Background: an optimization exercise with open tools, aiming at small area, a short achievable clock period and few clock cycles per item. Do not read the settings as production practice. In this exercise RTL edits were held to simulation tests only and were not proved equivalent to the original.

==> inputs of build 17 <==
==> flow/design.v <==
module aes_sbox (
    input  wire [7:0] a,
    output wire [7:0] y
);
    wire [17:0] p;
    aes_sbox_a u_a (.a(a), .p(p));
    aes_sbox_b u_b (.p(p), .y(y));
endmodule
module aes_sbox_a (
    input  wire [7:0]  a,
    output wire [17:0] p
);
    wire U0, U1, U2, U3, U4, U5, U6, U7;
    assign {U0, U1, U2, U3, U4, U5, U6, U7} = a;
    wire T1, T2, T3, T4, T5, T6, T7, T8, T9, T10, T11, T12, T13, T14, T15, T16, T17, T18, T19, T20, T21, T22, T23, T24, T25, T26, T27, M1, M2, M3, M4, M5, M6, M7, M8, M9, M10, M11, M12, M13, M14, M15, M16, M17, M18, M19, M20, M21, M22, M23, M24, M25, M26, M27, M28, M29, M30, M31, M32, M33, M34, M35, M36, M37, M38, M39, M40, M41, M42, M43, M44, M45, M46, M47, M48, M49, M50, M51, M52, M53, M54, M55, M56, M57, M58, M59, M60, M61, M62, M63;
    assign T1 = U0 ^ U3;
    assign T2 = U0 ^ U5;
    assign T3 = U0 ^ U6;
    assign T4 = U3 ^ U5;
    assign T5 = U4 ^ U6;
    assign T6 = T1 ^ T5;
    assign T7 = U1 ^ U2;
    assign T8 = U7 ^ T6;
    assign T9 = U7 ^ T7;
    assign T10 = T6 ^ T7;
    assign T11 = U1 ^ U5;
    assign T12 = U2 ^ U5;
    assign T13 = T3 ^ T4;
    assign T14 = T6 ^ T11;
    assign T15 = T5 ^ T11;
    assign T16 = T5 ^ T12;
    assign T17 = T9 ^ T16;
    assign T18 = U3 ^ U7;
    assign T19 = T7 ^ T18;
    assign T20 = T1 ^ T19;
    assign T21 = U6 ^ U7;
    assign T22 = T7 ^ T21;
    assign T23 = T2 ^ T22;
    assign T24 = T2 ^ T10;
    assign T25 = T20 ^ T17;
    assign T26 = T3 ^ T16;
    assign T27 = T1 ^ T12;
    assign M1 = T13 & T6;
    assign M2 = T23 & T8;
    assign M3 = T14 ^ M1;
    assign M4 = T19 & U7;
    assign M5 = M4 ^ M1;
    assign M6 = T3 & T16;
    assign M7 = T22 & T9;
    assign M8 = T26 ^ M6;
    assign M9 = T20 & T17;
    assign M10 = M9 ^ M6;
    assign M11 = T1 & T15;
    assign M12 = T4 & T27;
    assign M13 = M12 ^ M11;
    assign M14 = T2 & T10;
    assign M15 = M14 ^ M11;
    assign M16 = M3 ^ M2;
    assign M17 = M5 ^ T24;
    assign M18 = M8 ^ M7;
    assign M19 = M10 ^ M15;
    assign M20 = M16 ^ M13;
    assign M21 = M17 ^ M15;
    assign M22 = M18 ^ M13;
    assign M23 = M19 ^ T25;
    assign M24 = M22 ^ M23;
    assign M25 = M22 & M20;
    assign M26 = M21 ^ M25;
    assign M27 = M20 ^ M21;
    assign M28 = M23 ^ M25;
    assign M29 = M28 & M27;
    assign M30 = M26 & M24;
    assign M31 = M20 & M23;
    assign M32 = M27 & M31;
    assign M33 = M27 ^ M25;
    assign M34 = M21 & M22;
    assign M35 = M24 & M34;
    assign M36 = M24 ^ M25;
    assign M37 = M21 ^ M29;
    assign M38 = M32 ^ M33;
    assign M39 = M23 ^ M30;
    assign M40 = M35 ^ M36;
    assign M41 = M38 ^ M40;
    assign M42 = M37 ^ M39;
    assign M43 = M37 ^ M38;
    assign M44 = M39 ^ M40;
    assign M45 = M42 ^ M41;
    assign M46 = M44 & T6;
    assign M47 = M40 & T8;
    assign M48 = M39 & U7;
    assign M49 = M43 & T16;
    assign M50 = M38 & T9;
    assign M51 = M37 & T17;
    assign M52 = M42 & T15;
    assign M53 = M45 & T27;
    assign M54 = M41 & T10;
    assign M55 = M44 & T13;
    assign M56 = M40 & T23;
    assign M57 = M39 & T19;
    assign M58 = M43 & T3;
    assign M59 = M38 & T22;
    assign M60 = M37 & T20;
    assign M61 = M42 & T1;
    assign M62 = M45 & T4;
    assign M63 = M41 & T2;
    assign p = {M63, M62, M61, M60, M59, M58, M57, M56, M55, M54, M53, M52, M51, M50, M49, M48, M47, M46};
endmodule
module aes_sbox_b (
    input  wire [17:0] p,
    output wire [7:0]  y
);
    wire M46, M47, M48, M49, M50, M51, M52, M53, M54, M55, M56, M57, M58, M59, M60, M61, M62, M63;
    assign {M63, M62, M61, M60, M59, M58, M57, M56, M55, M54, M53, M52, M51, M50, M49, M48, M47, M46} = p;
    wire L0, L1, L2, L3, L4, L5, L6, L7, L8, L9, L10, L11, L12, L13, L14, L15, L16, L17, L18, L19, L20, L21, L22, L23, L24, L25, L26, L27, L28, L29, S0, S1, S2, S3, S4, S5, S6, S7;
    assign L0 = M61 ^ M62;
    assign L1 = M50 ^ M56;
    assign L2 = M46 ^ M48;
    assign L3 = M47 ^ M55;
    assign L4 = M54 ^ M58;
    assign L5 = M49 ^ M61;
    assign L6 = M62 ^ L5;
    assign L7 = M46 ^ L3;
    assign L8 = M51 ^ M59;
    assign L9 = M52 ^ M53;
    assign L10 = M53 ^ L4;
    assign L11 = M60 ^ L2;
    assign L12 = M48 ^ M51;
    assign L13 = M50 ^ L0;
    assign L14 = M52 ^ M61;
    assign L15 = M55 ^ L1;
    assign L16 = M56 ^ L0;
    assign L17 = M57 ^ L1;
    assign L18 = M58 ^ L8;
    assign L19 = M63 ^ L4;
    assign L20 = L0 ^ L1;
    assign L21 = L1 ^ L7;
    assign L22 = L3 ^ L12;
    assign L23 = L18 ^ L2;
    assign L24 = L15 ^ L9;
    assign L25 = L6 ^ L10;
    assign L26 = L7 ^ L9;
    assign L27 = L8 ^ L10;
    assign L28 = L11 ^ L14;
    assign L29 = L11 ^ L17;
    assign S0 = L6 ^ L24;
    assign S1 = ~(L16 ^ L26);
    assign S2 = ~(L19 ^ L28);
    assign S3 = L6 ^ L21;
    assign S4 = L20 ^ L22;
    assign S5 = L25 ^ L29;
    assign S6 = ~(L13 ^ L27);
    assign S7 = ~(L6 ^ L23);
    assign y = {S0, S1, S2, S3, S4, S5, S6, S7};
endmodule
module aes256_enc (
    input  wire         clk,
    input  wire         rst,         
    input  wire         in_valid,
    output wire         in_ready,
    input  wire [255:0] key,
    input  wire [127:0] block_in,
    output wire         out_valid,
    input  wire         out_ready,
    output wire [127:0] block_out
);
    localparam W1 = 18;              
    localparam [1:0] EMPTY = 2'd0, ACTIVE = 2'd1, DONE = 2'd2;
    reg  [127:0]     s0;     
    reg  [255:0]     k0;     
    reg  [1:0]       st0;
    reg  [3:0]       rnd0;   
    reg  [1:0]       tk0;    
    reg  [16*W1-1:0] c1;     
    reg  [255:0]     k1;
    reg  [4*W1-1:0]  kc1;
    reg  [1:0]       st1;
    reg  [3:0]       rnd1;
    reg  [1:0]       tk1;
    reg              last1;      
    reg              act1;       
    reg              fin1;       
    reg              done1;      
    reg              to_obuf;    
    reg              free1;      
    reg  [127:0]     obuf;   
    reg              ovalid;
    reg  [1:0]       in_tk;  
    reg  [1:0]       o_tk;   
    assign in_ready  = free1;
    assign out_valid = ovalid;
    assign block_out = obuf;
    wire start = in_valid && free1;
    wire [16*W1-1:0] da;
    genvar i;
    generate
        for (i = 0; i < 16; i = i + 1) begin : g_sa
            aes_sbox_a u_sa (
                .a(s0[127 - 8*i -: 8]),
                .p(da[16*W1-1 - W1*i -: W1])
            );
        end
    endgenerate
    wire [31:0]     w_last = k0[31:0];
    wire [4*W1-1:0] ka;
    generate
        for (i = 0; i < 4; i = i + 1) begin : g_ka
            aes_sbox_a u_ka (
                .a(w_last[31 - 8*i -: 8]),
                .p(ka[4*W1-1 - W1*i -: W1])
            );
        end
    endgenerate
    wire [127:0] sub;        
    wire [127:0] sr;         
    generate
        for (i = 0; i < 16; i = i + 1) begin : g_sb
            aes_sbox_b u_sb (
                .p(c1[16*W1-1 - W1*i -: W1]),
                .y(sub[127 - 8*i -: 8])
            );
            assign sr[127 - 8*i -: 8] =
                sub[127 - 8*((i % 4) + 4*(((i / 4) + (i % 4)) % 4)) -: 8];
        end
    endgenerate
    function [7:0] xtime;
        input [7:0] b;
        xtime = {b[6:0], 1'b0} ^ (b[7] ? 8'h1b : 8'h00);
    endfunction
    wire [127:0] round_key = k1[127:0];
    wire [127:0] round_out;
    generate
        for (i = 0; i < 4; i = i + 1) begin : g_mix
            wire [7:0] a0 = sr[127 - 32*i      -: 8];
            wire [7:0] a1 = sr[127 - 32*i -  8 -: 8];
            wire [7:0] a2 = sr[127 - 32*i - 16 -: 8];
            wire [7:0] a3 = sr[127 - 32*i - 24 -: 8];
            wire [7:0] r0 = round_key[127 - 32*i      -: 8];
            wire [7:0] r1 = round_key[127 - 32*i -  8 -: 8];
            wire [7:0] r2 = round_key[127 - 32*i - 16 -: 8];
            wire [7:0] r3 = round_key[127 - 32*i - 24 -: 8];
            wire [7:0] p01 = a0 ^ a1;
            wire [7:0] p12 = a1 ^ a2;
            wire [7:0] p23 = a2 ^ a3;
            wire [7:0] p30 = a3 ^ a0;
            wire [7:0] m0 = xtime(p01) ^ (a1 ^ r0) ^ p23;
            wire [7:0] m1 = xtime(p12) ^ (a2 ^ r1) ^ p30;
            wire [7:0] m2 = xtime(p23) ^ (a3 ^ r2) ^ p01;
            wire [7:0] m3 = xtime(p30) ^ (a0 ^ r3) ^ p12;
            assign round_out[127 - 32*i      -: 8] = last1 ? a0 ^ r0 : m0;
            assign round_out[127 - 32*i -  8 -: 8] = last1 ? a1 ^ r1 : m1;
            assign round_out[127 - 32*i - 16 -: 8] = last1 ? a2 ^ r2 : m2;
            assign round_out[127 - 32*i - 24 -: 8] = last1 ? a3 ^ r3 : m3;
        end
    endgenerate
    wire [31:0] ks_sub;
    generate
        for (i = 0; i < 4; i = i + 1) begin : g_kb
            aes_sbox_b u_kb (
                .p(kc1[4*W1-1 - W1*i -: W1]),
                .y(ks_sub[31 - 8*i -: 8])
            );
        end
    endgenerate
    reg [7:0] rcon;
    always @* begin
        case (rnd1[3:1])
            3'd0:    rcon = 8'h01;
            3'd1:    rcon = 8'h02;
            3'd2:    rcon = 8'h04;
            3'd3:    rcon = 8'h08;
            3'd4:    rcon = 8'h10;
            3'd5:    rcon = 8'h20;
            default: rcon = 8'h40;
        endcase
    end
    wire [31:0] ks_t = rnd1[0] ? {ks_sub[23:16] ^ rcon, ks_sub[15:0], ks_sub[31:24]}
                               : ks_sub;
    wire [31:0] q0  = k1[255:224];
    wire [31:0] q1  = q0 ^ k1[223:192];
    wire [31:0] q2  = q1 ^ k1[191:160];
    wire [31:0] q3  = q2 ^ k1[159:128];
    wire [31:0] nw0 = q0 ^ ks_t;
    wire [31:0] nw1 = q1 ^ ks_t;
    wire [31:0] nw2 = q2 ^ ks_t;
    wire [31:0] nw3 = q3 ^ ks_t;
    wire       ovalid_n  = to_obuf || (ovalid && !out_ready);
    wire [1:0] o_tk_n    = to_obuf ? o_tk + 2'd1 : o_tk;
    wire       last_n    = (rnd0 == 4'd14);
    wire       fin_n     = (st0 == ACTIVE) && last_n;
    wire       to_obuf_n = ((st0 == DONE) || fin_n) && !ovalid_n && (tk0 == o_tk_n);
    always @(posedge clk) begin
        if (rst) begin
            st0     <= EMPTY;
            st1     <= EMPTY;
            act1    <= 1'b0;
            fin1    <= 1'b0;
            done1   <= 1'b0;
            to_obuf <= 1'b0;
            free1   <= 1'b1;
            ovalid  <= 1'b0;
            in_tk   <= 2'd0;
            o_tk    <= 2'd0;
        end else begin
            st1     <= st0;
            act1    <= (st0 == ACTIVE) && !last_n;
            fin1    <= fin_n;
            done1   <= (st0 == DONE);
            to_obuf <= to_obuf_n;
            free1   <= (st0 == EMPTY) || to_obuf_n;
            ovalid  <= ovalid_n;
            o_tk    <= o_tk_n;
            if (free1)
                st0 <= in_valid ? ACTIVE : EMPTY;
            else if (act1)
                st0 <= ACTIVE;
            else
                st0 <= DONE;
            if (start)
                in_tk <= in_tk + 2'd1;
        end
    end
    always @(posedge clk) begin
        last1 <= last_n;
        rnd1  <= rnd0;
        tk1   <= tk0;
        if (free1) begin
            rnd0 <= 4'd1;
            tk0  <= in_tk;
        end else begin
            rnd0 <= rnd1 + 4'd1;
            tk0  <= tk1;
        end
    end
    always @(posedge clk) begin
        c1  <= da;
        k1  <= k0;
        kc1 <= ka;
        if (free1)
            s0 <= block_in ^ key[255:128];
        else
            s0 <= round_out;
        if (free1)
            k0 <= key;
        else if (act1)
            k0 <= {k1[127:0], nw0, nw1, nw2, nw3};
        else if (fin1)
            k0 <= {k1[127:0], round_out};
        else
            k0 <= {k1[127:0], k1[127:0]};
        if (to_obuf)
            obuf <= done1 ? k1[127:0] : round_out;
    end
endmodule
==> flow/flow/run.sh <==
#!/bin/bash
# Layout flow: the standard flow (standard.sh: the standard synthesis,
# floorplan, placement, CTS, routing and finish), with one change: the
# buffer that global placement puts on every input and output port is the
# platform's smallest buffer, sky130_fd_sc_hd__buf_1, instead of the
# resizer's default choice. Later repair may still resize it.
# The make output goes to standard.log; each ORFS step keeps its own log
# under orfs/logs/.
set -euo pipefail
cd "$(dirname "$0")/.."
export BUFFER_PORTS_ARGS="-buffer_cell sky130_fd_sc_hd__buf_1"
bash standard.sh finish > standard.log 2>&1
==> flow/standard.sh <==
#!/bin/bash
# synth_recipe.tcl (not shown) runs the flow's synth.tcl, then flattens the netlist and writes it again
# the make line also repeats each setting of config.mk as NAME=value (left out here)
make -C /OpenROAD-flow-scripts/flow DESIGN_CONFIG=/design/flow/config.mk WORK_HOME=/design/flow/orfs CLKGATE_MAP_FILE= SYNTH_SCRIPT=/design/flow/synth_recipe.tcl "${@:-finish}"
==> flow/config.mk <==
export PLATFORM = sky130hd
export DESIGN_NAME = aes256_enc
export DESIGN_NICKNAME = aes256_enc
export VERILOG_FILES = /design/flow/design.v
export SDC_FILE = /design/flow/constraint.sdc
export NUM_CORES = 4
export LEC_CHECK = 0
export CAP_MARGIN = 20
export CORE_MARGIN = 2
export CORE_UTILIZATION = 35
export SETUP_SLACK_MARGIN = 2.8
export SLEW_MARGIN = 20
export TNS_END_PERCENT = 5
==> flow/constraint.sdc <==
create_clock -name core_clock -period 6.0 [get_ports {clk}]
set_input_delay 1.2000 -clock core_clock [delete_from_list [all_inputs] [get_ports {clk}]]
set_output_delay 1.2000 -clock core_clock [all_outputs]
set_load 0.01 [all_outputs]
==> trial 62: changes against build 17 <==
--- a/flow/design.v
+++ b/flow/design.v
@@ -172,5 +172,5 @@
     reg  [1:0]       tk0;    
     reg  [16*W1-1:0] c1;     
-    reg  [255:0]     k1;
+    reg  [255:0]     k1;     
     reg  [4*W1-1:0]  kc1;
     reg  [1:0]       st1;
@@ -182,4 +182,5 @@
     reg              done1;      
     reg              to_obuf;    
+    reg              fresh0;     
     reg              free1;      
     reg  [127:0]     obuf;   
@@ -277,7 +278,7 @@
                                : ks_sub;
     wire [31:0] q0  = k1[255:224];
-    wire [31:0] q1  = q0 ^ k1[223:192];
-    wire [31:0] q2  = q1 ^ k1[191:160];
-    wire [31:0] q3  = q2 ^ k1[159:128];
+    wire [31:0] q1  = k1[223:192];
+    wire [31:0] q2  = k1[191:160];
+    wire [31:0] q3  = k1[159:128];
     wire [31:0] nw0 = q0 ^ ks_t;
     wire [31:0] nw1 = q1 ^ ks_t;
@@ -307,4 +308,5 @@
             done1   <= (st0 == DONE);
             to_obuf <= to_obuf_n;
+            fresh0  <= fin1 && !to_obuf;
             free1   <= (st0 == EMPTY) || to_obuf_n;
             ovalid  <= ovalid_n;
@@ -334,5 +336,9 @@
     always @(posedge clk) begin
         c1  <= da;
-        k1  <= k0;
+        k1  <= {k0[255:224],
+                k0[255:224] ^ k0[223:192],
+                k0[255:224] ^ k0[223:192] ^ k0[191:160],
+                k0[255:224] ^ k0[223:192] ^ k0[191:160] ^ k0[159:128],
+                fresh0 ? s0 : k0[127:0]};
         kc1 <= ka;
         if (free1)
@@ -344,6 +350,4 @@
         else if (act1)
             k0 <= {k1[127:0], nw0, nw1, nw2, nw3};
-        else if (fin1)
-            k0 <= {k1[127:0], round_out};
         else
             k0 <= {k1[127:0], k1[127:0]};
==> flow/flow/run.sh (replaced) <==
#!/bin/bash
# Layout flow: the standard flow (standard.sh: ORFS synthesis,
# floorplan, placement, CTS, routing and finish) with two changes:
#  1. Synthesis is the standard flow's own (synth_recipe.tcl), except that ABC maps the
#     logic with flow/abc.script, an area-oriented mapping (&nf with the
#     delay constraint relaxed), instead of ORFS's abc_speed.script, which
#     maps for the least delay (see flow/synth.tcl).
#  2. Global placement gives every input and output port a buffer of the
#     platform's smallest buffer cell, sky130_fd_sc_hd__buf_1, instead of the
#     resizer's default choice. Later repair may resize it.
# make's output goes to standard.log; each ORFS step keeps its own log under
# orfs/logs/.
set -euo pipefail
cd "$(dirname "$0")/.."
W=$PWD
export MY_ABC_SCRIPT=$W/flow/abc.script
export FLOW_SYNTH_TCL=$W/synth_recipe.tcl
export BUFFER_PORTS_ARGS="-buffer_cell sky130_fd_sc_hd__buf_1"
sed -E "s#'?SYNTH_SCRIPT=[^ ']*'?#SYNTH_SCRIPT=$W/flow/synth.tcl#" standard.sh > own_standard.sh
grep -q "SYNTH_SCRIPT=$W/flow/synth.tcl" own_standard.sh
bash own_standard.sh finish > standard.log 2>&1
==> flow/flow/abc.script (new file) <==
&get -n
&st
&dch
&nf -R 1000 -p
&put
buffer -c
topo
stime -c
upsize -c
dnsize -c
==> flow/flow/synth.tcl (new file) <==
# The standard flow's own synthesis (synth_recipe.tcl in the work folder, which sources
# ORFS's synth.tcl), with one change: ABC maps the logic with the script
# named by MY_ABC_SCRIPT (flow/abc.script) in place of ORFS's
# abc_speed.script. Flip-flops are mapped before ABC runs, so the registers
# are those of the standard synthesis.
proc abc {args} {
  set i [lsearch -exact $args -script]
  if {$i >= 0} {
    lset args [expr {$i + 1}] $::env(MY_ABC_SCRIPT)
  }
  yosys abc {*}$args
}
source $::env(FLOW_SYNTH_TCL)
- CTS_CLUSTER_DIAMETER: unset -> 60
- CTS_CLUSTER_SIZE: unset -> 20
- PLACE_DENSITY: unset -> 0.75
- SETUP_SLACK_MARGIN: 2.8 -> 3.1
- TNS_END_PERCENT: 5 -> 0
==> qor summary <==
	trial 62	build 17
Mux cell area share after synthesis	5.13%	4.75%
Status	finished clean	finished clean
Smallest hold slack	350 ps	298 ps
Met1 WL	85,800 µm	105,000 µm
Number of clock sinks	1,154	1,153
Standard cell area after detailed placement	67,100 µm²	74,600 µm²
Via count	46,446	54,114
Clock Buffer Count	109	180
Beginning of the worst register-to-register path	s0[9]$_DFF_P_	c1[285]$_DFF_P_
Total Routing Usage GR	25.0%	25.7%
Proportion of netlist area held by the largest area contributor	32.8%	29.2%
Global-route wire length before repair	324,000 µm	377,000 µm
Finished Cell Area	77,900 µm²	85,400 µm²
Tapcell Cnt	2,355	2,656
Testbench counts of build 17, summed over its fixed seeds: cycles 28,712, items 2,048.
Testbench counts of trial 62, summed over its fixed seeds: cycles 28,712, items 2,048.

[what the ideal ports hide]
The results above use ideal ports. As a check the final layouts listed here were re-extracted and re-timed, cells and wires unchanged.
Step 1 (the two cells are an assumption about what drives the block):
set clk [get_ports {clk}]
set_driving_cell -lib_cell sky130_fd_sc_hd__clkbuf_16 $clk
set_driving_cell -lib_cell sky130_fd_sc_hd__buf_2 [delete_from_list [all_inputs] $clk]
Step 2 also shifts input and output timing later by t, the mid clock arrival at the registers, as if the neighbouring blocks saw the same clock.
Three values: ideal, step 1, step 2; two values: the first two.
run	t, ns	setup WS [ns]	worst setup path after step 2	latest minus earliest clock arrival (ns)	worst register clock-pin slew, ns
build 17	0.887	2.568 / 2.568 / 2.568	register to register	0.042 / 0.042	0.07 / 0.07
trial 62	0.814	2.809 / 2.809 / 2.809	register to register	0.046 / 0.045	0.09 / 0.09
After both steps every run listed still meets setup and hold.
